Context: an optimization exercise on an open-source flow, tuned for small area and a short achievable clock period. The choices shown serve that exercise and are no tape-out recipe.
At most, simulation tests tie the RTL to the original design; equivalence was not proved.
Function not checked in run 6: the RTL went through the layout flow alone.

<file path="flow/run.sh">
#!/bin/bash
set -e
cp -r "$FLOW_HOME/scripts" scripts_synth
cp flow/abc_map.script scripts_synth/abc_speed.script
bash standard.sh SCRIPTS_DIR="$PWD/scripts_synth" synth > synth.log 2>&1
bash standard.sh SETUP_SLACK_MARGIN=13 CTS_CLUSTER_SIZE=22 CTS_CLUSTER_DIAMETER=90 "BUFFER_PORTS_ARGS=-buffer_cell sky130_fd_sc_hd__buf_1" finish > standard.log 2>&1
</file>
<file path="flow/abc_map.script">
&get -n
&st
&dch
&nf
&st
&syn2
&if -g -K 6
&synch2
&nf
&st
&syn2
&if -g -K 6
&synch2
&nf
&st
&dch -f
&nf -R 1000
&st
&dch -f
&nf -R 1000
&st
&dch -f
&nf -R 1000
&put
topo
stime -c
</file>
<file path="standard.sh">
#!/bin/bash
# synth_recipe.tcl (not shown) runs the flow's synth.tcl, then flattens the netlist and writes it again
# the make line also repeats each setting of config.mk as NAME=value (left out here)
make -C /OpenROAD-flow-scripts/flow DESIGN_CONFIG=/design/flow/config.mk WORK_HOME=/design/flow/orfs CLKGATE_MAP_FILE= SYNTH_SCRIPT=/design/flow/synth_recipe.tcl "${@:-finish}"
</file>
<file path="config.mk">
export PLATFORM = sky130hd
export DESIGN_NAME = ctr_decoder
export DESIGN_NICKNAME = ctr_decoder
export VERILOG_FILES = /design/flow/design.v
export SDC_FILE = /design/flow/constraint.sdc
export NUM_CORES = 4
export LEC_CHECK = 0
export CAP_MARGIN = 20
export CORE_MARGIN = 2
export CORE_UTILIZATION = 40
export SLEW_MARGIN = 20
</file>
<file path="constraint.sdc">
create_clock -name core_clock -period 18.0 [get_ports {clk}]
set_input_delay 3.6000 -clock core_clock [delete_from_list [all_inputs] [get_ports {clk}]]
set_output_delay 3.6000 -clock core_clock [all_outputs]
set_load 0.01 [all_outputs]
</file>
<file path="design.v">
module ctr_decoder (
    input  wire        clk,
    input  wire        rst,
    input  wire        in_valid,
    input  wire [63:0] in_container,
    input  wire [35:0] in_addr,
    output wire        out_valid,
    output wire [1:0]  out_outcome,    
    output wire [47:0] out_data,
    output wire        out_poison,
    output wire [63:0] out_container,  
    output wire [6:0]  out_pos0,       
    output wire [6:0]  out_pos1,       
    output wire        out_p,          
    output wire [5:0]  out_s1,         
    output wire [5:0]  out_s3          
);
    function automatic [5:0] gf_mul(input [5:0] a, input [5:0] b);
        integer i;
        reg [6:0] aa;
        reg [5:0] r;
        begin
            aa = {1'b0, a};
            r  = 6'd0;
            for (i = 0; i < 6; i = i + 1) begin
                if (b[i]) r = r ^ aa[5:0];
                aa = aa << 1;
                if (aa[6]) aa = aa ^ 7'h43;
            end
            gf_mul = r;
        end
    endfunction
    localparam [383:0] T_INVCUBE = 384'ha0f148041636e58e765ab0d20d1fa85b3f8f345491ceb20dec323a17a5d638f4bba0e5eb619676ed1cd737a3be679040;
    function automatic [5:0] invcube(input [5:0] a);
        invcube = T_INVCUBE[a * 6 +: 6];
    endfunction
    localparam [383:0] T_GF_LOG = 384'heb9ed456af1dae75b27aef4aa37b25cf55cfbd17e22d9f85e13a5c9b1b49da4d0e42160449bc088cd80368730218103f;
    function automatic [5:0] gf_log(input [5:0] a);
        gf_log = T_GF_LOG[a * 6 +: 6];
    endfunction
    reg v_1;
    reg v_2;
    reg v_3;
    always @(posedge clk) begin
        if (rst) begin
            v_1 <= 1'b0;
            v_2 <= 1'b0;
            v_3 <= 1'b0;
        end else begin
            v_1 <= in_valid;
            v_2 <= v_1;
            v_3 <= v_2;
        end
    end
    assign out_valid = v_3;
    wire [63:0] c_0 = in_container;
    wire [0:0] tg_0 = {in_addr[0] ^ in_addr[1] ^ in_addr[2] ^ in_addr[3] ^ in_addr[4] ^ in_addr[5] ^ in_addr[6] ^ in_addr[7] ^ in_addr[8] ^ in_addr[9] ^ in_addr[10] ^ in_addr[11] ^ in_addr[12] ^ in_addr[13] ^ in_addr[14] ^ in_addr[15] ^ in_addr[16] ^ in_addr[17] ^ in_addr[18] ^ in_addr[19] ^ in_addr[20] ^ in_addr[21] ^ in_addr[22] ^ in_addr[23] ^ in_addr[24] ^ in_addr[25] ^ in_addr[26] ^ in_addr[27] ^ in_addr[28] ^ in_addr[29] ^ in_addr[30] ^ in_addr[31] ^ in_addr[32] ^ in_addr[33] ^ in_addr[34] ^ in_addr[35]};
    reg  [63:0] c_1;
    always @(posedge clk) c_1 <= c_0;
    reg  [0:0] tg_1;
    always @(posedge clk) tg_1 <= tg_0;
    wire [0:0] tag_1 = ^tg_1;
    wire [0:0] xn64_1 = c_1[7] ^ c_1[44];
    wire [0:0] xn65_1 = c_1[28] ^ c_1[43];
    wire [0:0] xn66_1 = c_1[16] ^ c_1[37];
    wire [0:0] xn67_1 = c_1[8] ^ c_1[47];
    wire [0:0] xn68_1 = c_1[45] ^ c_1[46];
    wire [0:0] xn69_1 = c_1[15] ^ c_1[36];
    wire [0:0] xn70_1 = c_1[27] ^ c_1[62];
    wire [0:0] xn71_1 = c_1[19] ^ c_1[40];
    wire [0:0] xn72_1 = c_1[5] ^ c_1[55];
    wire [0:0] xn73_1 = c_1[6] ^ c_1[42];
    wire [0:0] xn74_1 = c_1[18] ^ c_1[63];
    wire [0:0] xn75_1 = c_1[23] ^ c_1[26];
    wire [0:0] xn76_1 = c_1[29] ^ xn67_1;
    wire [0:0] xn77_1 = c_1[22] ^ xn65_1;
    wire [0:0] xn78_1 = c_1[2] ^ xn64_1;
    wire [0:0] xn79_1 = c_1[14] ^ c_1[35];
    wire [0:0] xn80_1 = c_1[9] ^ c_1[30];
    wire [0:0] xn81_1 = c_1[4] ^ c_1[54];
    wire [0:0] xn82_1 = c_1[10] ^ c_1[31];
    wire [0:0] xn83_1 = c_1[11] ^ c_1[32];
    wire [0:0] xn84_1 = c_1[24] ^ xn68_1;
    wire [0:0] xn85_1 = c_1[25] ^ xn69_1;
    wire [0:0] xn86_1 = c_1[39] ^ xn75_1;
    wire [0:0] xn87_1 = c_1[0] ^ xn73_1;
    wire [0:0] xn88_1 = c_1[58] ^ xn70_1;
    wire [0:0] xn89_1 = xn66_1 ^ xn76_1;
    wire [0:0] xn90_1 = c_1[1] ^ c_1[21];
    wire [0:0] xn91_1 = c_1[13] ^ c_1[34];
    wire [0:0] xn92_1 = c_1[3] ^ c_1[61];
    wire [0:0] xn93_1 = c_1[17] ^ c_1[38];
    wire [0:0] xn94_1 = c_1[41] ^ c_1[59];
    wire [0:0] xn95_1 = c_1[12] ^ c_1[33];
    wire [0:0] xn96_1 = xn72_1 ^ xn79_1;
    wire [0:0] xn97_1 = xn74_1 ^ xn82_1;
    wire [0:0] xn98_1 = xn71_1 ^ xn87_1;
    wire [0:0] xn99_1 = xn77_1 ^ xn78_1;
    wire [0:0] xn100_1 = xn88_1 ^ xn93_1;
    wire [0:0] xn101_1 = xn80_1 ^ xn91_1;
    wire [0:0] xn102_1 = c_1[20] ^ xn83_1;
    wire [0:0] xn103_1 = xn90_1 ^ xn94_1;
    wire [0:0] xn104_1 = c_1[56] ^ xn85_1;
    wire [0:0] xn105_1 = xn86_1 ^ xn102_1;
    wire [0:0] xn106_1 = xn84_1 ^ xn96_1;
    wire [0:0] xn107_1 = xn95_1 ^ xn97_1;
    wire [0:0] xn108_1 = c_1[51] ^ c_1[57];
    wire [0:0] xn109_1 = c_1[49] ^ xn81_1;
    wire [0:0] xn110_1 = c_1[53] ^ xn92_1;
    wire [0:0] xn111_1 = c_1[48] ^ c_1[50];
    wire [0:0] xn112_1 = c_1[26] ^ c_1[52];
    wire [0:0] xn113_1 = xn64_1 ^ xn65_1;
    wire [0:0] xn114_1 = c_1[57] ^ xn74_1;
    wire [0:0] xn115_1 = c_1[46] ^ xn81_1;
    wire [0:0] xn116_1 = xn101_1 ^ xn109_1;
    wire [0:0] xn117_1 = xn83_1 ^ xn101_1;
    wire [0:0] xn118_1 = xn84_1 ^ xn112_1;
    wire [0:0] xn119_1 = xn66_1 ^ xn103_1;
    wire [0:0] xn120_1 = xn108_1 ^ xn110_1;
    wire [0:0] xn121_1 = c_1[39] ^ xn77_1;
    wire [5:0] s1_1 = {(((((c_1[35] ^ c_1[5]) ^ xn110_1) ^ (xn97_1 ^ (xn67_1 ^ xn68_1))) ^ (((xn94_1 ^ (c_1[19] ^ c_1[25])) ^ xn100_1) ^ (xn117_1 ^ xn121_1)))), (((xn89_1 ^ (xn78_1 ^ (xn80_1 ^ (c_1[21] ^ c_1[34])))) ^ ((((c_1[40] ^ c_1[42]) ^ (c_1[4] ^ c_1[57])) ^ xn100_1) ^ (xn107_1 ^ xn118_1)))), (((((c_1[41] ^ c_1[62]) ^ xn113_1) ^ ((c_1[6] ^ xn108_1) ^ (xn68_1 ^ xn80_1))) ^ ((((c_1[17] ^ c_1[1]) ^ (c_1[33] ^ c_1[3])) ^ xn104_1) ^ (xn105_1 ^ xn89_1)))), (((xn99_1 ^ (xn76_1 ^ (c_1[50] ^ xn82_1))) ^ ((((c_1[16] ^ c_1[27]) ^ (c_1[32] ^ c_1[38])) ^ xn104_1) ^ (xn106_1 ^ xn98_1)))), (((xn116_1 ^ (xn103_1 ^ xn113_1)) ^ ((xn86_1 ^ (c_1[37] ^ xn73_1)) ^ (((c_1[15] ^ c_1[18]) ^ (c_1[27] ^ c_1[31])) ^ xn106_1)))), (((xn98_1 ^ (xn115_1 ^ (xn79_1 ^ (c_1[28] ^ c_1[29])))) ^ ((((c_1[36] ^ c_1[44]) ^ (c_1[47] ^ c_1[48])) ^ ((c_1[59] ^ c_1[61]) ^ (c_1[62] ^ c_1[9]))) ^ (xn105_1 ^ xn107_1))))};
    wire [5:0] s3_1 = {(((xn89_1 ^ xn99_1) ^ (((c_1[58] ^ c_1[61]) ^ xn96_1) ^ ((c_1[63] ^ xn71_1) ^ (xn75_1 ^ (c_1[1] ^ c_1[53])))))), (((((c_1[63] ^ c_1[8]) ^ (xn92_1 ^ xn95_1)) ^ (((c_1[20] ^ c_1[23]) ^ (c_1[24] ^ c_1[29])) ^ ((c_1[45] ^ c_1[51]) ^ (c_1[55] ^ c_1[56])))) ^ ((xn100_1 ^ xn119_1) ^ (xn98_1 ^ xn99_1)))), ((((xn78_1 ^ xn85_1) ^ (xn86_1 ^ xn106_1)) ^ ((xn107_1 ^ xn120_1) ^ (xn89_1 ^ (c_1[28] ^ xn109_1))))), (((xn121_1 ^ (xn114_1 ^ xn115_1)) ^ ((xn85_1 ^ xn87_1) ^ ((xn70_1 ^ xn90_1) ^ (xn91_1 ^ (c_1[52] ^ c_1[7])))))), ((((xn114_1 ^ xn88_1) ^ ((c_1[54] ^ xn69_1) ^ (xn72_1 ^ (c_1[47] ^ c_1[50])))) ^ ((xn105_1 ^ xn119_1) ^ (xn98_1 ^ xn99_1)))), (((((c_1[6] ^ xn111_1) ^ (xn71_1 ^ xn72_1)) ^ ((xn81_1 ^ xn92_1) ^ xn100_1)) ^ ((xn104_1 ^ xn117_1) ^ (xn118_1 ^ xn89_1))))};
    wire [0:0] p_1 = (((xn120_1 ^ xn89_1) ^ (xn98_1 ^ xn99_1)) ^ (((xn103_1 ^ (xn111_1 ^ (c_1[52] ^ c_1[60]))) ^ (xn100_1 ^ xn104_1)) ^ ((xn105_1 ^ xn106_1) ^ (xn107_1 ^ xn116_1))));
    wire [5:0] u_1 = invcube(s1_1);
    wire [5:0] d_1 = gf_mul(s3_1, u_1);
    reg  [63:0] c_2;
    always @(posedge clk) c_2 <= c_1;
    reg  [0:0] tag_2;
    always @(posedge clk) tag_2 <= tag_1;
    reg  [5:0] s1_2;
    always @(posedge clk) s1_2 <= s1_1;
    reg  [5:0] s3_2;
    always @(posedge clk) s3_2 <= s3_1;
    reg  [0:0] p_2;
    always @(posedge clk) p_2 <= p_1;
    reg  [5:0] d_2;
    always @(posedge clk) d_2 <= d_1;
    wire [0:0] s1z_2 = ~|s1_2;
    wire [0:0] s3z_2 = ~|s3_2;
    wire [0:0] d1_2 = (d_2 == 6'd1);
    wire [0:0] trd_2 = d_2[5];
    wire [5:0] z_2 = {(~d_2[0] ^ d_2[1] ^ d_2[2] ^ d_2[4]), (~d_2[0] ^ d_2[3]), (~d_2[0]), (d_2[1] ^ d_2[2] ^ d_2[3]), (~d_2[0] ^ d_2[1]), (1'b0)};
    wire [5:0] x1_2 = gf_mul(s1_2, z_2);
    wire [5:0] x2_2 = x1_2 ^ s1_2;
    wire [5:0] lg1_2 = gf_log(x1_2);
    wire [5:0] lg2_2 = gf_log(x2_2);
    wire [0:0] lt_2 = (lg1_2 < lg2_2);
    wire [5:0] mn_2 = lt_2 ? lg1_2 : lg2_2;
    wire [5:0] mx_2 = lt_2 ? lg2_2 : lg1_2;
    wire [62:0] f_2 = {((x1_2 == 6'd33) | (x2_2 == 6'd33)), ((x1_2 == 6'd49) | (x2_2 == 6'd49)), ((x1_2 == 6'd57) | (x2_2 == 6'd57)), ((x1_2 == 6'd61) | (x2_2 == 6'd61)), ((x1_2 == 6'd63) | (x2_2 == 6'd63)), ((x1_2 == 6'd62) | (x2_2 == 6'd62)), ((x1_2 == 6'd31) | (x2_2 == 6'd31)), ((x1_2 == 6'd46) | (x2_2 == 6'd46)), ((x1_2 == 6'd23) | (x2_2 == 6'd23)), ((x1_2 == 6'd42) | (x2_2 == 6'd42)), ((x1_2 == 6'd21) | (x2_2 == 6'd21)), ((x1_2 == 6'd43) | (x2_2 == 6'd43)), ((x1_2 == 6'd52) | (x2_2 == 6'd52)), ((x1_2 == 6'd26) | (x2_2 == 6'd26)), ((x1_2 == 6'd13) | (x2_2 == 6'd13)), ((x1_2 == 6'd39) | (x2_2 == 6'd39)), ((x1_2 == 6'd50) | (x2_2 == 6'd50)), ((x1_2 == 6'd25) | (x2_2 == 6'd25)), ((x1_2 == 6'd45) | (x2_2 == 6'd45)), ((x1_2 == 6'd55) | (x2_2 == 6'd55)), ((x1_2 == 6'd58) | (x2_2 == 6'd58)), ((x1_2 == 6'd29) | (x2_2 == 6'd29)), ((x1_2 == 6'd47) | (x2_2 == 6'd47)), ((x1_2 == 6'd54) | (x2_2 == 6'd54)), ((x1_2 == 6'd27) | (x2_2 == 6'd27)), ((x1_2 == 6'd44) | (x2_2 == 6'd44)), ((x1_2 == 6'd22) | (x2_2 == 6'd22)), ((x1_2 == 6'd11) | (x2_2 == 6'd11)), ((x1_2 == 6'd36) | (x2_2 == 6'd36)), ((x1_2 == 6'd18) | (x2_2 == 6'd18)), ((x1_2 == 6'd9) | (x2_2 == 6'd9)), ((x1_2 == 6'd37) | (x2_2 == 6'd37)), ((x1_2 == 6'd51) | (x2_2 == 6'd51)), ((x1_2 == 6'd56) | (x2_2 == 6'd56)), ((x1_2 == 6'd28) | (x2_2 == 6'd28)), ((x1_2 == 6'd14) | (x2_2 == 6'd14)), ((x1_2 == 6'd7) | (x2_2 == 6'd7)), ((x1_2 == 6'd34) | (x2_2 == 6'd34)), ((x1_2 == 6'd17) | (x2_2 == 6'd17)), ((x1_2 == 6'd41) | (x2_2 == 6'd41)), ((x1_2 == 6'd53) | (x2_2 == 6'd53)), ((x1_2 == 6'd59) | (x2_2 == 6'd59)), ((x1_2 == 6'd60) | (x2_2 == 6'd60)), ((x1_2 == 6'd30) | (x2_2 == 6'd30)), ((x1_2 == 6'd15) | (x2_2 == 6'd15)), ((x1_2 == 6'd38) | (x2_2 == 6'd38)), ((x1_2 == 6'd19) | (x2_2 == 6'd19)), ((x1_2 == 6'd40) | (x2_2 == 6'd40)), ((x1_2 == 6'd20) | (x2_2 == 6'd20)), ((x1_2 == 6'd10) | (x2_2 == 6'd10)), ((x1_2 == 6'd5) | (x2_2 == 6'd5)), ((x1_2 == 6'd35) | (x2_2 == 6'd35)), ((x1_2 == 6'd48) | (x2_2 == 6'd48)), ((x1_2 == 6'd24) | (x2_2 == 6'd24)), ((x1_2 == 6'd12) | (x2_2 == 6'd12)), ((x1_2 == 6'd6) | (x2_2 == 6'd6)), ((x1_2 == 6'd3) | (x2_2 == 6'd3)), ((x1_2 == 6'd32) | (x2_2 == 6'd32)), ((x1_2 == 6'd16) | (x2_2 == 6'd16)), ((x1_2 == 6'd8) | (x2_2 == 6'd8)), ((x1_2 == 6'd4) | (x2_2 == 6'd4)), ((x1_2 == 6'd2) | (x2_2 == 6'd2)), ((x1_2 == 6'd1) | (x2_2 == 6'd1))};
    wire [0:0] clean_2 = s1z_2 & s3z_2 & ~p_2;
    wire [0:0] qonly_2 = s1z_2 & s3z_2 & p_2;
    wire [0:0] single_2 = d1_2;
    wire [0:0] dbl_2 = ~s1z_2 & ~d1_2 & ~p_2 & ~trd_2;
    wire [0:0] good_2 = s1z_2 & s3z_2 | d1_2 | dbl_2;
    wire [0:0] fq_2 = qonly_2 | d1_2 & ~p_2;
    wire [0:0] addr_2 = good_2 & (c_2[61] ^ f_2[62] ^ tag_2);
    wire [0:0] ok_2 = good_2 & ~addr_2;
    wire [11:0] sv_2 = {(s3_2[5] ^ c_2[63] ^ c_2[61] ^ tag_2), (s3_2[4] ^ ~c_2[62] ^ c_2[63] ^ c_2[61] ^ tag_2), (s3_2[3] ^ c_2[63] ^ c_2[61] ^ tag_2), (s3_2[2] ^ ~c_2[62] ^ c_2[63]), (s3_2[1] ^ ~c_2[62] ^ c_2[63]), (s3_2[0] ^ ~c_2[62] ^ c_2[61] ^ tag_2), (s1_2[5] ^ ~c_2[62] ^ c_2[63] ^ c_2[61] ^ tag_2), (s1_2[4] ^ ~c_2[62] ^ c_2[63]), (s1_2[3] ^ ~c_2[62]), (s1_2[2]), (s1_2[1]), (s1_2[0] ^ ~c_2[62] ^ c_2[63] ^ c_2[61] ^ tag_2)};
    wire [11:0] k_2 = {(sv_2[1] ^ sv_2[2] ^ sv_2[4] ^ sv_2[7] ^ sv_2[8] ^ sv_2[9] ^ sv_2[10] ^ sv_2[11]), (sv_2[0] ^ sv_2[1] ^ sv_2[3] ^ sv_2[5] ^ sv_2[6] ^ sv_2[7] ^ sv_2[8] ^ sv_2[9]), (sv_2[0] ^ sv_2[1] ^ sv_2[6] ^ sv_2[7] ^ sv_2[8] ^ sv_2[9] ^ sv_2[10] ^ sv_2[11]), (sv_2[0] ^ sv_2[6] ^ sv_2[7] ^ sv_2[8]), (sv_2[1] ^ sv_2[2] ^ sv_2[4] ^ sv_2[5] ^ sv_2[7] ^ sv_2[8] ^ sv_2[9] ^ sv_2[10]), (sv_2[0] ^ sv_2[1] ^ sv_2[3] ^ sv_2[4] ^ sv_2[5] ^ sv_2[6] ^ sv_2[7] ^ sv_2[9]), (sv_2[0] ^ sv_2[2] ^ sv_2[3] ^ sv_2[4] ^ sv_2[6] ^ sv_2[10] ^ sv_2[11]), (sv_2[3] ^ sv_2[4] ^ sv_2[5] ^ sv_2[10] ^ sv_2[11]), (sv_2[1] ^ sv_2[3] ^ sv_2[9] ^ sv_2[10] ^ sv_2[11]), (sv_2[0] ^ sv_2[1] ^ sv_2[4] ^ sv_2[5] ^ sv_2[6] ^ sv_2[9] ^ sv_2[10]), (sv_2[0] ^ sv_2[3] ^ sv_2[4] ^ sv_2[6] ^ sv_2[7] ^ sv_2[9] ^ sv_2[11]), (sv_2[2] ^ sv_2[3] ^ sv_2[5] ^ sv_2[6] ^ sv_2[8] ^ sv_2[10] ^ sv_2[11])};
    wire [0:0] qnew_2 = ~(p_2 ^ c_2[62] ^ c_2[63] ^ c_2[61] ^ c_2[60] ^ tag_2 ^ (^k_2));
    wire [63:0] oc_2 = {(ok_2 & (c_2[63] ^ f_2[61])), (~ok_2 | c_2[62] ^ f_2[60]), (tag_2), (ok_2 ? c_2[60] ^ fq_2 : qnew_2), (c_2[59] ^ (ok_2 ? f_2[11] : k_2[11])), (c_2[58] ^ (ok_2 ? f_2[10] : k_2[10])), (c_2[57] ^ (ok_2 ? f_2[9] : k_2[9])), (c_2[56] ^ (ok_2 ? f_2[8] : k_2[8])), (c_2[55] ^ (ok_2 ? f_2[7] : k_2[7])), (c_2[54] ^ (ok_2 ? f_2[6] : k_2[6])), (c_2[53] ^ (ok_2 ? f_2[5] : k_2[5])), (c_2[52] ^ (ok_2 ? f_2[4] : k_2[4])), (c_2[51] ^ (ok_2 ? f_2[3] : k_2[3])), (c_2[50] ^ (ok_2 ? f_2[2] : k_2[2])), (c_2[49] ^ (ok_2 ? f_2[1] : k_2[1])), (c_2[48] ^ (ok_2 ? f_2[0] : k_2[0])), (c_2[47] ^ (ok_2 & f_2[59])), (c_2[46] ^ (ok_2 & f_2[58])), (c_2[45] ^ (ok_2 & f_2[57])), (c_2[44] ^ (ok_2 & f_2[56])), (c_2[43] ^ (ok_2 & f_2[55])), (c_2[42] ^ (ok_2 & f_2[54])), (c_2[41] ^ (ok_2 & f_2[53])), (c_2[40] ^ (ok_2 & f_2[52])), (c_2[39] ^ (ok_2 & f_2[51])), (c_2[38] ^ (ok_2 & f_2[50])), (c_2[37] ^ (ok_2 & f_2[49])), (c_2[36] ^ (ok_2 & f_2[48])), (c_2[35] ^ (ok_2 & f_2[47])), (c_2[34] ^ (ok_2 & f_2[46])), (c_2[33] ^ (ok_2 & f_2[45])), (c_2[32] ^ (ok_2 & f_2[44])), (c_2[31] ^ (ok_2 & f_2[43])), (c_2[30] ^ (ok_2 & f_2[42])), (c_2[29] ^ (ok_2 & f_2[41])), (c_2[28] ^ (ok_2 & f_2[40])), (c_2[27] ^ (ok_2 & f_2[39])), (c_2[26] ^ (ok_2 & f_2[38])), (c_2[25] ^ (ok_2 & f_2[37])), (c_2[24] ^ (ok_2 & f_2[36])), (c_2[23] ^ (ok_2 & f_2[35])), (c_2[22] ^ (ok_2 & f_2[34])), (c_2[21] ^ (ok_2 & f_2[33])), (c_2[20] ^ (ok_2 & f_2[32])), (c_2[19] ^ (ok_2 & f_2[31])), (c_2[18] ^ (ok_2 & f_2[30])), (c_2[17] ^ (ok_2 & f_2[29])), (c_2[16] ^ (ok_2 & f_2[28])), (c_2[15] ^ (ok_2 & f_2[27])), (c_2[14] ^ (ok_2 & f_2[26])), (c_2[13] ^ (ok_2 & f_2[25])), (c_2[12] ^ (ok_2 & f_2[24])), (c_2[11] ^ (ok_2 & f_2[23])), (c_2[10] ^ (ok_2 & f_2[22])), (c_2[9] ^ (ok_2 & f_2[21])), (c_2[8] ^ (ok_2 & f_2[20])), (c_2[7] ^ (ok_2 & f_2[19])), (c_2[6] ^ (ok_2 & f_2[18])), (c_2[5] ^ (ok_2 & f_2[17])), (c_2[4] ^ (ok_2 & f_2[16])), (c_2[3] ^ (ok_2 & f_2[15])), (c_2[2] ^ (ok_2 & f_2[14])), (c_2[1] ^ (ok_2 & f_2[13])), (c_2[0] ^ (ok_2 & f_2[12]))};
    wire [1:0] ooc_2 = {~ok_2, good_2 & (~clean_2 | addr_2)};
    wire [0:0] none0_2 = ~good_2 | clean_2;
    wire [0:0] none1_2 = ~good_2 | clean_2 | p_2;
    wire [6:0] opos0_2 = {none0_2, mn_2 | {6{none0_2}}};
    wire [6:0] opos1_2 = {none1_2, mx_2 | {6{none1_2}}};
    wire [0:0] op_2 = p_2;
    wire [5:0] os1_2 = s1_2;
    wire [5:0] os3_2 = s3_2;
    reg  [63:0] oc_3;
    always @(posedge clk) oc_3 <= oc_2;
    reg  [1:0] ooc_3;
    always @(posedge clk) ooc_3 <= ooc_2;
    reg  [6:0] opos0_3;
    always @(posedge clk) opos0_3 <= opos0_2;
    reg  [6:0] opos1_3;
    always @(posedge clk) opos1_3 <= opos1_2;
    reg  [0:0] op_3;
    always @(posedge clk) op_3 <= op_2;
    reg  [5:0] os1_3;
    always @(posedge clk) os1_3 <= os1_2;
    reg  [5:0] os3_3;
    always @(posedge clk) os3_3 <= os3_2;
    assign out_outcome = ooc_3;
    assign out_container = oc_3;
    assign out_pos0 = opos0_3;
    assign out_pos1 = opos1_3;
    assign out_p = op_3;
    assign out_s1 = os1_3;
    assign out_s3 = os3_3;
    assign out_data = oc_3[47:0];
    assign out_poison = oc_3[62];
endmodule
</file>
==> impl_metrics.tcl, run 1 <==
set metrics [dict create \
    grtUsageTotal_pct 22.09 \
    ys_seq_elements 245 \
    initial_core_util_pct 40.45 \
    outcome "finished clean" \
    wl_um 37290 \
    period_share_pct 26.70 \
    syn-num-nets 1480 \
    clock_latency_ns 0.52 \
    rsz0062_at_grt "yes" \
    max_slew_margin_pct 45.33 \
    synthDominantCellAreaShare_pct 39.85 \
    grt_util_met2_pct 36.89 \
    final_cell_mix "xnor2_1, buf_1, dfxtp_1" \
    fp-row-count 64 \
    synth_compound_area_share_pct 12.35 \
    wl_per_cell_um 18.53 \
    fin_nets 1742 \
    cp.required_ns 14.40 \
    period_needed_ns 4.806 \
    worstMarginPinSlew_ns 0.8142 \
    final_area_mm2 0.01470 \
    synthTopCellsByArea "dfxtp_1, xnor2_1, xor2_1" \
    cts_root_buf "clkbuf_16" \
    syn-cell-area_mm2 0.01231 \
    synth_area_leader_cell "dfxtp_1" \
    crit_slowest_cell "dfxtp_1" \
    gr-usage-met3_pct 3.262 \
    path_class "flop to output pin" \
    cts_sinks 245 \
    dieArea_mm2 0.03219 \
    drive_above_1_share_pct 8.607 \
    cts_buffers 16 \
    synth_fa_ha_area_share_pct 2.744 \
    min_path_type "flop to flop" \
    startpoint_type "flop" \
    area_delta_synth_final_pct 19.40 \
    via_per_inst 5.140 \
    top_usage_layer "met2" \
    ys_types 46 \
    skew_ns 0.03705 \
    portBuffers 245 \
    dr_total_vias 10340 \
    drcViolationCount 0 \
    dr.pass1.iters 5 \
    ys_seq_area_share_pct 39.85 \
    die_x_um 179.4 \
    finalSetupViolCount 0 \
    synth-edff-count 0 \
    postRouteAntennaNets 0 \
    endpoint_kind "output pin" \
    gp_congestion 0.9277 \
    dieHeight_um 179.4 \
    ys_async_sr_fraction_pct 0 \
    grt_max_degree 76 \
    worstPathMaxFanout 2 \
    grt_pass1_vias 9826 \
    final_max_slew_viol_count 0 \
    grt_pass1_wl_um 56360 \
    final_common_cell "xnor2_1" \
    core_area_mm2 0.03043 \
    crit_buf_inv 1 \
    gr-usage-met1_pct 29.74 \
    syn_inst 1350 \
    synthMuxAreaShare_pct 0.7420 \
    synthSimpleGateAreaFrac_pct 11.02 \
    htree_num_levels 1 \
    cts_tree "done" \
    antenna_found_initial 1 \
    syn_area_per_cell_um2 9.118 \
    synth-xor-area-share_pct 29.24 \
    cp.arrival_ns 1.21 \
    cpLargestDelayFamily "flip-flops" \
    hold_violations 0 \
    cts_buffer_depth 3 \
    synth_warnings 1 \
    crit_chain "buf_1" \
    synth_top_family_by_area "XOR/XNOR gates" \
    tns_ns 0 \
    ys_dominant_reg_cell "dfxtp_1" \
    ios 246 \
    dp_hpwl_um 28770 \
    critPathMaxStageDelay_ns 0.50 \
    dpl-instance-area_mm2 0.01356 \
    clk_pin_slew_ns 0.09 \
    overflow 0 \
    fmax_mhz 208.1 \
    drv_cap 0 \
    dr.first_iter.drc_count 837 \
]
## sequential cells by signal, summed over array words and instances, names as in the netlist
name,cells
oc_3,64
v_2,1
op_3,1
d_2,6
os3_3,6
s1_2,6
s3_2,6
v_3,1
c_1,64
p_2,1
c_2,64
tg_1,1
tag_2,1
ooc_3,2
os1_3,6
opos1_3,7
v_1,1
opos0_3,7
## path summary, 6_finish.rpt
check	startpoint	endpoint	slack, ns	depth (start not counted)
max reg2reg	s1_2[2]	opos1_3[2]	13.24	25
max	oc_3[25]	out_data[25]	13.19	1
min reg2reg	tg_1	tag_2	0.33	0
min	tg_1	tag_2	0.33	0
## cell usage after synthesis (9+ instances only)
master	number
xnor2_1	311
dfxtp_1	245
nand2_1	155
nor2_1	123
xor2_1	100
o22ai_1	60
a21oi_1	59
o21ai_0	53
buf_4	49
clkinv_1	35
ha_1	27
nor3_1	13
a211oi_1	11
o211ai_1	11
nand3_1	9
o221ai_1	9
## area by class of cell
type	count	area, µm²
antenna	1	2.502
clock buffer	16	400.4
clock inverter	5	63.81
fill	2988	15730
inverter	35	148.9
multi-input combinational	1021	7338
sequential	245	4923
tap	396	495.5
timing repair buffer	293	1325
## timing repair
| action | CTS | global route |
|---|---|---|
| gates cloned | 0 | 0 |
| hold buffers | 0 | 0 |
| setup endpoints to repair | 76 | 44 |
| pin swaps | 7 | 9 |
| resized for setup | 39 | 43 |
| setup buffers | 13 | 19 |
## routing by layer
layer  up-vias  wire length (µm)
li1       5005                 -
met4         0              1006
met2       446             17440
met3        62              2388
met1      4828             16460
met5         -                 0
## stage by stage
step	instances	util (%)	hold WS (ns)	setup slack [ns]
final	2012	48.30	0.3319	13.19
after global routing	2011	48.29	0.3470	12.87
after CTS	1992	47.08	0.3346	13.00
after detailed placement	1958	44.57	0.3154	11.97
after global placement	1958	44.57	0.3320	11.87
after floorplan	1350	-	0.3096	13.01
## cells by family (layout without fill, tap and decap cells)
kind of cell,count (synthesis),after routing
AND/OR/NAND/NOR,330,330
flip-flops,245,245
other,0,1
buffers and inverters,84,349
XOR/XNOR,411,411
adder cells (fa/ha/maj),27,27
AO/OA/AOI/OAI,244,244
multiplexers,9,9
==> run 2: changes to the inputs <==
==> flow/run.sh (replaced) <==
#!/bin/bash
set -e
cp -r "$FLOW_HOME/scripts" scripts_synth
cp flow/abc_map.script scripts_synth/abc_speed.script
bash standard.sh SCRIPTS_DIR="$PWD/scripts_synth" synth > synth.log 2>&1
bash standard.sh SETUP_SLACK_MARGIN=13 CTS_CLUSTER_SIZE=28 CTS_CLUSTER_DIAMETER=120 "BUFFER_PORTS_ARGS=-buffer_cell sky130_fd_sc_hd__buf_1" finish > standard.log 2>&1
==> flow/abc_map.script (replaced) <==
&get -n
&st
&dch
&nf
&st
&syn2
&if -g -K 6
&synch2
&nf
&st
&syn2
&if -g -K 6
&synch2
&nf
&st
&dch -f
&nf -R 1000
&put
topo
stime -c
==> impl_metrics.tcl, run 2 <==
set metrics [dict create \
    die_x_um 179.7 \
    period_needed_ns 4.773 \
    final_max_slew_viol_count 0 \
    n_antenna_cell 0 \
    crit_start "s1_2[5]" \
    fp-row-count 64 \
    dr_total_vias 10260 \
    cts_sinks 245 \
    drv_cap 0 \
    ys_async_sr_fraction_pct 0 \
    skew_ns 0.03448 \
    ys_seq_area_share_pct 39.71 \
    dieHeight_um 179.7 \
    wl_um 37930 \
    tns_ns 0 \
    syn-cell-area_mm2 0.01235 \
    clk_pin_slew_ns 0.11 \
    htree_num_levels 1 \
    dp_slack_ns 11.94 \
    cts_buffers 12 \
    hold_violations 0 \
    synth_warnings 1 \
    netlist_top_cells_count "xnor2_1, dfxtp_1, nand2_1" \
    gr-usage-met3_pct 2.715 \
    antenna_found_initial 0 \
    fillers 2955 \
    cts_tree "done" \
    finalSetupViolCount 0 \
    grt_pass1_wl_um 57180 \
    syn_area_per_cell_um2 9.190 \
    outcome "finished clean" \
    cp.arrival_ns 5.13 \
    area_delta_synth_final_pct 19.36 \
    dieArea_mm2 0.03230 \
    grt_max_degree 74 \
    max_slew_margin_pct 27.93 \
    path_class "flop to flop" \
    ys_seq_elements 245 \
    wl_per_cell_um 18.94 \
    top_regs "c_1 x64, c_2 x64, oc_3 x64" \
    via_per_inst 5.123 \
    dp_hpwl_um 28760 \
    yosysMostFrequentCell "xnor2_1" \
    rsz0062_at_grt "no" \
    drcViolationCount 0 \
    cts_buffer_depth 3 \
    overflow 0 \
    holdBufCountCts 0 \
    fmax_mhz 209.5 \
    ys_dominant_reg_cell "dfxtp_1" \
    gp_congestion 0.9292 \
    portBuffers 245 \
    core_area_mm2 0.03051 \
    r2r_start "s1_2[5]" \
    postRouteAntennaNets 0 \
    top_usage_layer "met2" \
    ys_types 44 \
    initial_core_util_pct 40.49 \
    synthTopCellsByArea "dfxtp_1, xnor2_1, xor2_1" \
    syn_inst 1344 \
    dr.first_iter.drc_count 861 \
    clock_latency_ns 0.51 \
    worst_slack_ns 13.23 \
    grtUsageTotal_pct 22.49 \
    period_share_pct 26.52 \
    synth-edff-count 0 \
    synth_area_leader_cell "dfxtp_1" \
    startpoint_type "flop" \
    drive_above_1_share_pct 8.966 \
    fin_nets 1736 \
    cts_root_buf "clkbuf_16" \
    final_cell_mix "xnor2_1, buf_1, dfxtp_1" \
    cp.required_ns 18.36 \
    synthDominantCellAreaShare_pct 39.71 \
    gr-usage-met1_pct 31.37 \
    worstPathMaxFanout 16 \
    final_common_cell "xnor2_1" \
    min_path_type "flop to flop" \
    ios 246 \
    worstMarginPinSlew_ns 1.073 \
    endpoint_kind "flop" \
    grt_pass1_vias 9716 \
    syn-num-nets 1474 \
    dr.pass1.iters 5 \
    grt_util_met2_pct 36.41 \
    worstHoldStart "tg_1" \
]
[run 2: changes by cell type after synthesis, moves of 4 or more]
cell,change
nand2_1,+33
nor3_1,+4
xnor2_1,+9
nor2_1,-57
or3_1,+5
nor2b_1,+5
a221oi_1,-4
o221ai_1,+5
a31oi_1,+6
a21oi_1,-9
xor2_1,-6
nand2b_1,+5
[run 2: path summary, 6_finish.rpt]
kind / endpoint / slack (ns) / depth (start not counted)
setup / recovery: opos1_3[4] / 13.23 / 21
hold reg to reg: tag_2 / 0.34 / 0
setup reg to reg: opos1_3[4] / 13.23 / 21
hold / removal: tag_2 / 0.34 / 0
[run 2: final cells by class]
cell class,instances,area (µm²),share of cell area [%]
multi-input combinational,1021,7516,50.98
sequential,245,4926,33.41
timing repair buffer,294,1341,9.098
tap,396,495.5,3.361
clock buffer,12,300.3,2.037
inverter,32,138.9,0.9420
clock inverter,2,25.02,0.1697
[run 2: stage by stage]
step	hold slack, ns	utilization (%)	cells	cell area, µm²
2_1_floorplan	0.3096	-	1344	12480
3_5_place_dp	0.3179	44.74	1951	13650
3_3_place_gp	0.3150	44.74	1951	13650
4_1_cts	0.3457	47.00	1984	14340
6_report	0.3423	48.32	2002	14740
5_1_grt	0.3554	48.32	2002	14740
[run 2: kinds of logic after synthesis]
kind of cell               synth area share (%)
and+or+nand+nor                           11.35
xor gates and xnor gates                  29.36
adders and majority gates                 2.735
buffers and inverters                     3.951
muxes                                     1.003
AOI/OAI and AO/OA                         11.90
DFF                                       39.71
[run 2: metal layers]
metal / share of wire, % / vias up
met5: 0 / -
met4: 3.3 / 0
li1: - / 4989
met3: 6.2 / 66
met2: 46 / 429
met1: 45 / 4772
[run 2: what timing repair did]
| action | 4_1_cts | 5_1_grt |
|---|---|---|
| gates cloned | 2 | 1 |
| endpoints found under the setup margin | 79 | 31 |
| pin swaps | 12 | 11 |
| hold endpoints to repair | 0 | 0 |
| buffers inserted | 17 | 17 |
| gates resized for setup | 42 | 53 |
[run 2: worst max-delay path, stage by stage, from the launching register on]
cell      delay (ns)
dfxtp_4         0.43
clkinv_2        0.11
ha_2            0.34
or3_1           0.40
a21oi_1         0.14
a21oi_1         0.08
xor2_2          0.26
buf_4           0.16
xnor2_1         0.06
buf_4           0.22
nor2_1          0.34
nand2_1         0.27
o211ai_1        0.17
o221ai_1        0.16
a21oi_1         0.33
ha_1            0.32
a21oi_1         0.12
o21ai_1         0.12
a21oi_4         0.20
buf_4           0.17
mux2i_1         0.18
nand2_1         0.07
==> run 3: changes to the inputs <==
--- a/flow/abc_map.script
+++ b/flow/abc_map.script
@@ -17,2 +17,8 @@
 &nf -R 1000
+&st
+&dch -f
+&nf -R 1000
+&st
+&dch -f
+&nf -R 1000
 &put
==> impl_metrics.tcl, run 3 <==
set metrics [dict create \
    outcome "finished clean" \
    crit_chain "buf_1" \
    htree_num_levels 1 \
    portBuffers 245 \
    critPathMaxStageDelay_ns 0.50 \
    final_max_slew_viol_count 0 \
    worst_slack_ns 13.21 \
    die_x_um 179.4 \
    synthTopCellsByArea "dfxtp_1, xnor2_1, xor2_1" \
    via_per_inst 5.129 \
    ys_seq_elements 245 \
    final_common_cell "xnor2_1" \
    period_needed_ns 4.790 \
    cts_buffers 13 \
    final_util_pct 47.90 \
    antenna_found_initial 1 \
    grt_util_met2_pct 36.66 \
    hold_violations 0 \
    drcViolationCount 0 \
    drive_above_1_share_pct 8.209 \
    ys_dominant_reg_cell "dfxtp_1" \
    grt_pass1_vias 9827 \
    cts_sinks 245 \
    seq_area_mm2 0.004923 \
    min_path_type "flop to flop" \
    overflow 0 \
    dieHeight_um 179.4 \
    postRouteAntennaNets 0 \
    initial_core_util_pct 40.45 \
    top_usage_layer "met2" \
    dp_hpwl_um 28770 \
    dr.first_iter.drc_count 952 \
    wl_um 37180 \
    endpoint_kind "output pin" \
    dr_total_vias 10280 \
    dieArea_mm2 0.03219 \
    worstMarginPinSlew_ns 0.8331 \
    instances_no_fill 2004 \
    ys_async_sr_fraction_pct 0 \
    grt_pass1_wl_um 56300 \
    crit_buf_inv 1 \
    ios 246 \
    drv_cap 0 \
    path_class "flop to output pin" \
    fin_nets 1737 \
    cpLargestDelayFamily "flip-flops" \
    fillers 2995 \
    area_delta_synth_final_pct 18.41 \
    syn_area_per_cell_um2 9.118 \
    syn_inst 1350 \
    max_slew_margin_pct 43.76 \
    cts_buffer_depth 3 \
    final_cell_mix "xnor2_1, buf_1, dfxtp_1" \
    gr-usage-met3_pct 3.201 \
    synth_area_leader_cell "dfxtp_1" \
    dp_slack_ns 11.97 \
    fmax_mhz 208.8 \
    synth_warnings 1 \
    finalSetupViolCount 0 \
    syn-cell-area_mm2 0.01231 \
    core_area_mm2 0.03043 \
    yosysMostFrequentCell "xnor2_1" \
    syn-num-nets 1480 \
    grt_max_degree 76 \
    dp.cells 1958 \
    worstPathMaxFanout 2 \
    ys_seq_area_share_pct 39.85 \
    clk_pin_slew_ns 0.10 \
    cts_tree "done" \
    clock_latency_ns 0.50 \
    top_regs "c_1 x64, c_2 x64, oc_3 x64" \
    cts_root_buf "clkbuf_16" \
    startpoint_type "flop" \
    cp.required_ns 14.40 \
    grtUsageTotal_pct 22.06 \
    synthDominantCellAreaShare_pct 39.85 \
    gr-usage-met1_pct 29.80 \
    wl_per_cell_um 18.55 \
    n_antenna_cell 0 \
    fp-row-count 64 \
    rsz0062_at_grt "no" \
    timing.hold.ws_ns 0.3333 \
    period_share_pct 26.61 \
    tns_ns 0 \
    skew_ns 0.01711 \
    gp_congestion 0.9277 \
    netlist_top_cells_count "xnor2_1, dfxtp_1, nand2_1" \
    dr.pass1.iters 5 \
    crit_slowest_cell "dfxtp_1" \
    synth-edff-count 0 \
    ys_types 46 \
    multi_input_area_mm2 0.007347 \
    cp.arrival_ns 1.19 \
]
==> run 3: changes by cell type after synthesis, sizes merged, moves of 6 or more <==
cell   previous run  this run
xor2             94       100
nand2           188       155
nor2             66       123
xnor2           320       311
a21oi            50        59
a31oi            10         4
==> run 3: layout make-up <==
cell class / count / area share (%)
Timing Repair Buffer: 290 / 8.851
Multi-Input combinational cell: 1022 / 50.41
Clock buffer: 13 / 2.232
Inverter: 35 / 1.022
Tap cell: 396 / 3.399
Sequential cell: 245 / 33.78
Clock inverter: 3 / 0.3090
==> run 3: stage by stage <==
step                      instance area [µm²]
after floorplan                         12400
after global placement                  13560
after detailed placement                13560
after CTS                               14220
after global routing                    14580
final                                   14580
==> run 3: kinds of logic after synthesis <==
family                     Yosys count  synth area share, %
and+or+nand+nor                    330                11.02
DFF                                245                39.85
muxes                                9               0.7420
adders and majority gates           27                2.744
xor gates and xnor gates           411                29.24
buffers and inverters               84                4.056
AOI/OAI and AO/OA                  244                12.35
==> run 3: per-layer routing <==
layer / wire, µm / up-vias
li1: - / 4990
met1: 16400 / 4741
met2: 17230 / 473
met3: 2381 / 75
met4: 1171 / 0
met5: 0 / -
==> run 3: final timing paths <==
kind / from / to / slack (ns) / cells after the start
setup / recovery: oc_3[25] / out_data[25] / 13.21 / 1
hold reg to reg: tg_1 / tag_2 / 0.33 / 0
setup reg to reg: s1_2[2] / opos1_3[4] / 13.27 / 25
hold / removal: tg_1 / tag_2 / 0.33 / 0
==> run 3: timing repair <==
item                       in CTS  in global routing
hold buffers                    0                  0
buffers inserted               14                 15
cloned                          0                  1
gates resized for setup        35                 47
setup endpoints to repair      76                 46
pin swaps                       8                  8
==> run 4: changes to the inputs <==
==> flow/run.sh (replaced) <==
#!/bin/bash
set -e
cp -r "$FLOW_HOME/scripts" scripts_synth
cp flow/abc_map.script scripts_synth/abc_speed.script
bash standard.sh SCRIPTS_DIR="$PWD/scripts_synth" synth > synth.log 2>&1
bash standard.sh SETUP_SLACK_MARGIN=13.15 CTS_CLUSTER_SIZE=28 CTS_CLUSTER_DIAMETER=120 "BUFFER_PORTS_ARGS=-buffer_cell sky130_fd_sc_hd__buf_1" finish > standard.log 2>&1
==> impl_metrics.tcl, run 4 <==
set metrics [dict create \
    via_per_inst 5.152 \
    overflow 0 \
    reg2reg_to "opos0_3[0]" \
    skew_ns 0.03743 \
    dr.pass1.iters 5 \
    synth_area_leader_cell "dfxtp_1" \
    worstSetupEndpoint "out_data[30]" \
    synth-edff-count 0 \
    crit_chain "buf_1" \
    drive_above_1_share_pct 9.951 \
    grt_max_degree 76 \
    worstPathMaxFanout 2 \
    grtUsageTotal_pct 22.33 \
    wl_um 37570 \
    cpLargestDelayFamily "flip-flops" \
    critPathMaxStageDelay_ns 0.47 \
    syn-cell-area_mm2 0.01231 \
    hold_violations 0 \
    drcViolationCount 0 \
    fp-row-count 64 \
    ff2ff_path_depth 23 \
    crit_start "oc_3[30]" \
    worstMarginPinSlew_ns 1.045 \
    ys_seq_area_share_pct 39.85 \
    ys_seq_elements 245 \
    r2r_start "s1_2[4]" \
    rsz0062_at_grt "no" \
    tns_ns 0 \
    area_delta_synth_final_pct 20.46 \
    cts_root_buf "clkbuf_16" \
    synth_warnings 1 \
    syn_area_per_cell_um2 9.118 \
    syn_inst 1350 \
    ios 246 \
    grt_pass1_wl_um 57330 \
    die_x_um 179.4 \
    cts_buffers 13 \
    endpoint_kind "output pin" \
    core_area_mm2 0.03043 \
    path_class "flop to output pin" \
    period_needed_ns 4.774 \
    ys_types 46 \
    antenna_found_initial 0 \
    crit_slowest_cell "dfxtp_1" \
    final_util_pct 48.73 \
    portBuffers 245 \
    grt_pass1_vias 9991 \
    synthTopCellsByArea "dfxtp_1, xnor2_1, xor2_1" \
    htree_num_levels 1 \
    ys_dominant_reg_cell "dfxtp_1" \
    netlist_top_cells_count "xnor2_1, dfxtp_1, nand2_1" \
    cts_sinks 245 \
    min_path_type "flop to flop" \
    synthDominantCellAreaShare_pct 39.85 \
    reg2reg_slack_ns 13.35 \
    cts_tree "done" \
    dp_slack_ns 12.07 \
    period_share_pct 26.52 \
    clock_latency_ns 0.52 \
    cp.arrival_ns 1.17 \
    crit_buf_inv 1 \
    fillers 2951 \
    dieArea_mm2 0.03219 \
    cts_buffer_depth 3 \
    ys_async_sr_fraction_pct 0 \
    n_antenna_cell 0 \
    finalSetupViolCount 0 \
    wl_per_cell_um 18.66 \
    startpoint_type "flop" \
    initial_core_util_pct 40.45 \
    drv_cap 0 \
    fmax_mhz 209.5 \
    cp_num_cells 1 \
    final_cell_mix "xnor2_1, buf_1, dfxtp_1" \
    clk_pin_slew_ns 0.11 \
    yosysMostFrequentCell "xnor2_1" \
    worstHoldStart "tg_1" \
    gp_congestion 0.9612 \
    final_common_cell "xnor2_1" \
    outcome "finished clean" \
    dp_hpwl_um 28610 \
    dieHeight_um 179.4 \
    dr_total_vias 10380 \
    final_max_slew_viol_count 0 \
    fin_nets 1746 \
    dr.first_iter.drc_count 754 \
    worst_slack_ns 13.23 \
    postRouteAntennaNets 0 \
    syn-num-nets 1480 \
    cp.required_ns 14.40 \
    max_slew_margin_pct 29.88 \
    top_regs "c_1 x64, c_2 x64, oc_3 x64" \
]
## run 4: cell counts after synthesis
No cell type changed its count.
## run 4: layout make-up
cell class / count / area, µm² / share of cell area, %
Clock buffer: 14 / 329.1 / 2.219
Clock inverter: 3 / 45.04 / 0.3038
Inverter: 35 / 148.9 / 1.004
Multi-Input combinational cell: 1022 / 7510 / 50.65
Sequential cell: 245 / 4926 / 33.22
Tap cell: 396 / 495.5 / 3.341
Timing Repair Buffer: 299 / 1374 / 9.265
## run 4: routing by layer
layer | vias up | track usage [%] | share of wire (%)
met2 | 513 | 36.80 | 47
met3 | 79 | 3.019 | 7.1
li1 | 5001 | - | -
met1 | 4784 | 30.09 | 43
met4 | 0 | 7.675 | 3.5
met5 | - | 0 | 0
## run 4: through the flow
stage / hold slack (ns) / cell area, µm² / cells
floorplan: 0.3096 / 12440 / 1350
global placement: 0.3184 / 13570 / 1953
detailed placement: 0.3239 / 13570 / 1953
CTS: 0.3454 / 14380 / 1991
global route: 0.3579 / 14830 / 2014
finish: 0.3418 / 14830 / 2014
## run 4: repair_timing
item | 4_1_cts | 5_1_grt
gates cloned | 0 | 1
hold buffers | 0 | 0
buffers inserted | 21 | 22
pin swaps | 11 | 9
resized for setup | 46 | 59
endpoints found under the setup margin | 80 | 38
## run 4: logic make-up (layout without fill, tap and decap cells)
group | Yosys count | after routing | share of synthesized area, %
AO/OA/AOI/OAI | 244 | 244 | 12.35
XOR/XNOR | 411 | 412 | 29.24
adder cells (fa/ha/maj) | 27 | 27 | 2.744
buffers and inverters | 84 | 351 | 4.056
flip-flops | 245 | 245 | 39.85
multiplexers | 9 | 9 | 0.7420
AND/OR/NAND/NOR | 330 | 330 | 11.02
## run 4: worst min path at each step
stage | end | slack, ns | cells past startpoint
floorplan | tag_2 | 0.31 | 0
global placement | tag_2 | 0.32 | 0
detailed placement | tag_2 | 0.32 | 0
CTS | tag_2 | 0.35 | 0
global route | tag_2 | 0.36 | 0
finish | tag_2 | 0.34 | 0
==> run 5: changes to the inputs <==
==> flow/run.sh (replaced) <==
#!/bin/bash
set -e
cp -r "$FLOW_HOME/scripts" scripts_synth
cp flow/abc_map.script scripts_synth/abc_speed.script
bash standard.sh SCRIPTS_DIR="$PWD/scripts_synth" synth > synth.log 2>&1
bash standard.sh SETUP_SLACK_MARGIN=13 PLACE_DENSITY=0.8 CTS_CLUSTER_SIZE=28 CTS_CLUSTER_DIAMETER=120 "BUFFER_PORTS_ARGS=-buffer_cell sky130_fd_sc_hd__buf_1" finish > standard.log 2>&1
==> impl_metrics.tcl, run 5 <==
set metrics [dict create \
    n_antenna_cell 0 \
    area_delta_synth_final_pct 18.52 \
    skew_ns 0.02580 \
    holdBufCountCts 0 \
    finalSetupViolCount 0 \
    dp_hpwl_um 28250 \
    dr_total_vias 10670 \
    crit_buf_inv 4 \
    cp.required_ns 18.37 \
    final_area_mm2 0.01459 \
    dieHeight_um 179.4 \
    final_common_cell "xnor2_1" \
    syn-num-nets 1480 \
    cpMostUsedCell "nor2_1" \
    die_x_um 179.4 \
    cts_tree "done" \
    top_regs "c_1 x64, c_2 x64, oc_3 x64" \
    drcViolationCount 0 \
    synth-edff-count 0 \
    final_cell_mix "xnor2_1, buf_1, dfxtp_1" \
    ff2ff_path_depth 22 \
    drv_cap 0 \
    worstPathMaxFanout 8 \
    cts_root_buf "clkbuf_16" \
    ys_dominant_reg_cell "dfxtp_1" \
    ys_seq_area_share_pct 39.85 \
    tns_ns 0 \
    crit_chain "clkinv_2, ha_2, nor2_1, xor2_1, a22oi_2, xor2_2, xor2_4, buf_12, xnor2_4, nor2_1, nand2_2, a31oi_1, or4_4, clkinv_1, ha_1, a21o_1, a21oi_1, o21ai_1, a21oi_4, buf_4, mux2i_1, nand2_1" \
    dpl-instance-area_mm2 0.01351 \
    clock_latency_ns 0.51 \
    top_layer "met4" \
    dp.cells 1951 \
    synth_warnings 1 \
    ios 246 \
    antenna_found_initial 0 \
    fmax_mhz 209.1 \
    syn-cell-area_mm2 0.01231 \
    fillers 2867 \
    syn_inst 1350 \
    cp.arrival_ns 5.15 \
    grt_pass1_vias 10000 \
    core_area_mm2 0.03043 \
    outcome "finished clean" \
    final_max_slew_viol_count 0 \
    cpLargestDelayFamily "simple AND/OR/NAND/NOR gates" \
    grtUsageTotal_pct 21.72 \
    grt_max_degree 77 \
    crit_slowest_cell "or4_4" \
    dieArea_mm2 0.03219 \
    cts_buffer_depth 3 \
    drive_above_1_share_pct 8.266 \
    fin_nets 1739 \
    htree_num_levels 1 \
    seq_area_mm2 0.004923 \
    path_class "flop to flop" \
    dp_slack_ns 12.09 \
    synthDominantCellAreaShare_pct 39.85 \
    portBuffers 245 \
    cts_sinks 245 \
    via_per_inst 5.320 \
    wl_um 37340 \
    syn_area_per_cell_um2 9.118 \
    worst_slack_ns 13.22 \
    ys_types 46 \
    hold_violations 0 \
    drt-met1-wl_um 15570 \
    clk_pin_slew_ns 0.11 \
    period_share_pct 26.56 \
    initial_core_util_pct 40.45 \
    dr.first_iter.drc_count 1219 \
    period_needed_ns 4.781 \
    met2_length_um 17550 \
    worstMarginPinSlew_ns 0.8858 \
    gp_congestion 0.9665 \
    ys_async_sr_fraction_pct 0 \
    synthTopCellsByArea "dfxtp_1, xnor2_1, xor2_1" \
    grt_pass1_wl_um 56370 \
    cts_buffers 12 \
    critPathMaxStageDelay_ns 0.59 \
    startpoint_type "flop" \
    fp-row-count 64 \
    endpoint_kind "flop" \
    rsz0062_at_grt "no" \
    instances_no_fill 2005 \
    netlist_top_cells_count "xnor2_1, dfxtp_1, nand2_1" \
    multi_input_area_mm2 0.007373 \
    wl_per_cell_um 18.62 \
    met3_length_um 3131 \
    max_slew_margin_pct 40.20 \
    min_path_type "flop to flop" \
    dr.pass1.iters 6 \
    ys_seq_elements 245 \
    synth_area_leader_cell "dfxtp_1" \
    overflow 0 \
    hold-path-cell-count 0 \
    cp_num_cells 22 \
    postRouteAntennaNets 0 \
    yosysMostFrequentCell "xnor2_1" \
]
run 5: cell counts after synthesis:
Identical to the previous run, type by type.
run 5: repair_timing:
item                                    4_1_cts  5_1_grt
gates resized for setup                      43       40
setup buffers                                20       19
gates cloned                                  0        1
pin swaps                                     9        9
endpoints found under the setup margin       82       28
run 5: final cells by class:
cell class	instances	area share, %
flip-flops and latches	245	33.75
clock buffers	12	2.058
clock inverters	2	0.1715
multi-input cells	1022	50.54
repair buffers	293	9.057
well taps	396	3.396
inverters	35	1.029
run 5: worst paths after layout:
kind,from,to,slack [ns]
max reg2reg,s1_2[4],opos1_3[0],13.22
min,tg_1,tag_2,0.34
max,s1_2[4],opos1_3[0],13.22
min reg2reg,tg_1,tag_2,0.34
run 5: cell families after synthesis:
group	share of synthesized area (%)
AO/OA/AOI/OAI	12.35
flip-flops	39.85
adder cells (fa/ha/maj)	2.744
AND/OR/NAND/NOR	11.02
multiplexers	0.7420
XOR/XNOR	29.24
buffers and inverters	4.056
run 5: worst reg2reg max path, delay by kind of cell, from the launching register on:
family | cells | cell delay [ns]
mux | 1 | 0.19
xor+xnor | 4 | 0.89
buf+inv | 4 | 0.55
simple gates | 5 | 1.08
fa+ha+maj | 2 | 0.65
compound gates | 6 | 0.88
flops | 1 | 0.43
run 5: layer usage:
layer  global-route usage [%]  up-vias
met5                        0        -
met4                    5.626        0
met3                    2.229       84
met2                    36.55      612
met1                    29.81     4969
li1                         -     5002
run 5: stage by stage:
stage | hold slack [ns] | utilization (%)
after floorplan | 0.3096 | -
after global placement | 0.3122 | 44.40
after detailed placement | 0.3199 | 44.40
after CTS | 0.3440 | 46.82
after global routing | 0.3605 | 47.94
final | 0.3442 | 47.94
==> run 6: changes to the inputs <==
--- a/design.v
+++ b/design.v
@@ -39,2 +39,14 @@
         gf_log = T_GF_LOG[a * 6 +: 6];
+    endfunction
+    localparam [383:0] T_TAB_A = 384'h9c813584fc9b6490b91d417192528db833b705d89345c02a9c813584fc9b6490b91d417192528db833b705d89345c02a;
+    function automatic [5:0] tab_a(input [5:0] a);
+        tab_a = T_TAB_A[a * 6 +: 6];
+    endfunction
+    localparam [383:0] T_TAB_B = 384'haf06334175922ed33a6bbfa6dacf637a0d281bc7f8be9015af06334175922ed33a6bbfa6dacf637a0d281bc7f8be9015;
+    function automatic [5:0] tab_b(input [5:0] a);
+        tab_b = T_TAB_B[a * 6 +: 6];
+    endfunction
+    localparam [63:0] T_TAB_ALTB = 64'he47ef6dce47ef6dc;
+    function automatic [0:0] tab_altb(input [5:0] a);
+        tab_altb = T_TAB_ALTB[a * 1 +: 1];
     endfunction
@@ -125,2 +137,3 @@
     wire [5:0] d_1 = gf_mul(s3_1, u_1);
+    wire [5:0] ls1_1 = gf_log(s1_1);
     reg  [63:0] c_2;
@@ -137,2 +150,4 @@
     always @(posedge clk) d_2 <= d_1;
+    reg  [5:0] ls1_2;
+    always @(posedge clk) ls1_2 <= ls1_1;
     wire [0:0] s1z_2 = ~|s1_2;
@@ -144,5 +159,14 @@
     wire [5:0] x2_2 = x1_2 ^ s1_2;
-    wire [5:0] lg1_2 = gf_log(x1_2);
-    wire [5:0] lg2_2 = gf_log(x2_2);
-    wire [0:0] lt_2 = (lg1_2 < lg2_2);
+    wire [5:0] ta_2 = tab_a(d_2);
+    wire [5:0] tb_2 = tab_b(d_2);
+    wire [0:0] altb_2 = tab_altb(d_2);
+    wire [6:0] sa_2 = {1'b0, ls1_2} + {1'b0, ta_2};
+    wire [6:0] sa1_2 = {1'b0, ls1_2} + {1'b0, ta_2} + 7'd1;
+    wire [6:0] sb_2 = {1'b0, ls1_2} + {1'b0, tb_2};
+    wire [6:0] sb1_2 = {1'b0, ls1_2} + {1'b0, tb_2} + 7'd1;
+    wire [0:0] wa_2 = sa1_2[6];
+    wire [0:0] wb_2 = sb1_2[6];
+    wire [5:0] lg1_2 = wa_2 ? sa1_2[5:0] : sa_2[5:0];
+    wire [5:0] lg2_2 = wb_2 ? sb1_2[5:0] : sb_2[5:0];
+    wire [0:0] lt_2 = altb_2 ? ~(wb_2 & ~wa_2) : (wa_2 & ~wb_2);
     wire [5:0] mn_2 = lt_2 ? lg1_2 : lg2_2;
@@ -165,4 +189,4 @@
     wire [0:0] none1_2 = ~good_2 | clean_2 | p_2;
-    wire [6:0] opos0_2 = {none0_2, mn_2 | {6{none0_2}}};
-    wire [6:0] opos1_2 = {none1_2, mx_2 | {6{none1_2}}};
+    wire [6:0] opos0_2 = {none0_2, (qonly_2 ? 6'd63 : d1_2 ? lg2_2 : mn_2) | {6{none0_2}}};
+    wire [6:0] opos1_2 = {none1_2, (d1_2 ? 6'd63 : mx_2) | {6{none1_2}}};
     wire [0:0] op_2 = p_2;
==> run.sh (new file) <==
#!/bin/bash
# synth_recipe.tcl (not shown) runs the flow's synth.tcl, then flattens the netlist and writes it again
# the make line also repeats each setting of config.mk as NAME=value (left out here)
make -C /OpenROAD-flow-scripts/flow DESIGN_CONFIG=/design/flow/config.mk WORK_HOME=/design/flow/orfs CLKGATE_MAP_FILE= SYNTH_SCRIPT=/design/flow/synth_recipe.tcl finish
removed: flow/run.sh
removed: flow/abc_map.script
removed: standard.sh
==> impl_metrics.tcl, run 6 <==
set metrics [dict create \
    portBuffers 245 \
    area_delta_synth_final_pct 23.81 \
    netlist_top_cells_count "xnor2_1, dfxtp_1, nand2_1" \
    fillers 3192 \
    cts_resized 0 \
    tns_ns 0 \
    endpoint_kind "flop" \
    rsz0062_at_grt "no" \
    syn_area_per_cell_um2 9.618 \
    htree_num_levels 1 \
    reg2reg_slack_ns 12.08 \
    dp_hpwl_um 31640 \
    holdBufCountCts 0 \
    grtUsageTotal_pct 21.97 \
    min_path_type "flop to flop" \
    n_antenna_cell 0 \
    via_per_inst 5.125 \
    syn-cell-area_mm2 0.01408 \
    cts_tree "done" \
    clk_pin_slew_ns 0.06 \
    dr.pass1.iters 6 \
    r2r_start "d_2[0]" \
    core_area_mm2 0.03463 \
    ff2ff_path_depth 16 \
    worstSetupEndpoint "oc_3[53]" \
    instances_no_fill 2104 \
    ys_seq_area_share_pct 35.69 \
    ys_types 73 \
    ios 246 \
    hold_violations 0 \
    clock_latency_ns 0.57 \
    crit_start "d_2[0]" \
    postCtsSetupRepairBufs 0 \
    wl_um 40710 \
    ys_seq_elements 251 \
    synthDominantCellAreaShare_pct 35.69 \
    max_slew_margin_pct 35.07 \
    drive_above_1_share_pct 5.822 \
    antenna_found_initial 4 \
    final_max_slew_viol_count 0 \
    cts_buffer_depth 3 \
    cts_buffers 27 \
    synth_area_leader_cell "dfxtp_1" \
    dr.first_iter.drc_count 825 \
    skew_ns 0.02338 \
    fin_nets 1770 \
    grt_max_degree 65 \
    cp.arrival_ns 6.41 \
    top_regs "c_1 x64, c_2 x64, oc_3 x64" \
    final_common_cell "xnor2_1" \
    yosysMostFrequentCell "xnor2_1" \
    dp.cells 2054 \
    synth-edff-count 0 \
    ys_async_sr_fraction_pct 0 \
    reg2reg_to "oc_3[53]" \
    grt_pass1_vias 10210 \
    drcViolationCount 0 \
    fmax_mhz 168.9 \
    fp-row-count 68 \
    wl_per_cell_um 19.35 \
    cts_root_buf "clkbuf_16" \
    syn_inst 1464 \
    gp_congestion 0.9541 \
    finalSetupViolCount 0 \
    initial_core_util_pct 40.66 \
    worstPathMaxFanout 64 \
    dieArea_mm2 0.03672 \
    outcome "finished clean" \
    path_class "flop to flop" \
    dieHeight_um 191.6 \
    ys_dominant_reg_cell "dfxtp_1" \
    period_share_pct 32.90 \
    syn-num-nets 1606 \
    overflow 0 \
    cp.required_ns 18.49 \
    synth_warnings 1 \
    grt_pass1_wl_um 61400 \
    period_needed_ns 5.921 \
    final_cell_mix "xnor2_1, dfxtp_1, clkdlybuf4s50_1" \
    postRouteAntennaNets 0 \
    startpoint_type "flop" \
    cts_sinks 251 \
    drv_cap 0 \
    worstMarginPinSlew_ns 0.9650 \
    dr_total_vias 10780 \
    die_x_um 191.6 \
    synthTopCellsByArea "dfxtp_1, xnor2_1, nand2_1" \
]
[run 6: worst max-delay path, cell delays in order, from the launching register on]
cell,delay (ns)
dfxtp_1,0.89
inv_1,0.30
ha_1,0.61
ha_1,0.34
xnor2_1,0.26
nand2_1,0.11
xor2_1,0.18
xnor2_1,0.14
xnor2_1,0.45
xnor2_1,0.20
nand2_1,0.38
o22ai_1,0.32
xnor2_1,0.16
a21oi_4,0.16
buf_4,0.55
mux2i_1,0.55
xnor2_1,0.18
[run 6: per-layer routing]
metal / part of all wire, % / up-vias / track usage, %
met5: 0.032 / - / 0
met4: 2.0 / 2 / 5.059
met3: 7.6 / 52 / 3.325
met2: 43 / 435 / 33.50
met1: 47 / 5093 / 32.51
li1: - / 5201 / -
[run 6: area by class of cell]
cell class              instances  area [µm²]  share of cell area, %
multi-input cells            1057        8233                  47.22
flip-flops and latches        251        5025                  28.82
repair buffers                252        2505                  14.37
clock buffers                  31       720.7                  4.134
well taps                     455       569.3                  3.265
clock inverters                19       235.2                  1.349
inverters                      39       146.4                 0.8397
[run 6: per-stage QoR]
step	instance area, µm²	hold slack [ns]	worst slack [ns]	utilization, %
2_1_floorplan	14080	0.3096	12.98	-
3_3_place_gp	16480	0.3239	12.25	47.59
3_5_place_dp	16480	0.3193	12.17	47.59
4_1_cts	17430	0.3317	12.15	50.35
5_1_grt	17430	0.3398	11.56	50.35
6_report	17430	0.3281	12.08	50.35
[run 6: logic make-up (layout without fill, tap and decap cells)]
kind of cell / Yosys count / in the layout / share of synthesized area (%)
AOI/OAI and AO/OA: 237 / 237 / 11.13
DFF: 251 / 251 / 35.69
adders and majority gates: 40 / 40 / 3.643
buffers and inverters: 156 / 341 / 6.016
and+or+nand+nor: 324 / 324 / 9.783
xor gates and xnor gates: 403 / 403 / 29.22
muxes: 53 / 53 / 4.532
[run 6: worst min-delay path by stage]
| stage | from | slack [ns] | endpoint | cells after the start |
|---|---|---|---|---|
| floorplan | tg_1 | 0.31 | tag_2 | 0 |
| global placement | tg_1 | 0.32 | tag_2 | 0 |
| detailed placement | tg_1 | 0.32 | tag_2 | 0 |
| CTS | tg_1 | 0.33 | tag_2 | 0 |
| global route | tg_1 | 0.34 | tag_2 | 0 |
| finish | tg_1 | 0.33 | tag_2 | 0 |

==> static timing again, ports no longer ideal <==
How much do the figures lean on ideal ports? The routed layouts below were timed once more, with nothing changed but the port constraints. Step 1: set_driving_cell puts a clkbuf_16 on clk and a buf_2 on each other input, an assumption about the parent block. Step 2 adds t to the input delays and takes it off the output delays; t is the mean of the earliest and latest rising clock arrival at the registers after step 1. Input paths then give back, and output paths get back, about the clock's delay inside the block. Slacks: ideal ports / drivers / drivers and shift; pairs: ideal ports / drivers.
run	shift t [ns]	slack for setup (ns)	worst setup path at the end	slew at the worst register clock pin (ns)
run 1	0.547	13.194 / 13.146 / 13.245	register to register	0.09 / 0.09
run 2	0.547	13.227 / 13.227 / 13.227	register to register	0.11 / 0.11
run 3	0.541	13.210 / 13.160 / 13.268	register to register	0.10 / 0.10
run 4	0.549	13.226 / 13.175 / 13.266	input to register	0.11 / 0.11
run 5	0.536	13.219 / 13.219 / 13.186	input to register	0.11 / 0.11
run 6	0.605	12.079 / 12.079 / 12.079	register to register	0.07 / 0.07
After both steps every run listed still meets setup and hold. The setup slack of run 5, which loses most, moves by 0.000 ns with the drivers and by -0.033 ns with both steps.
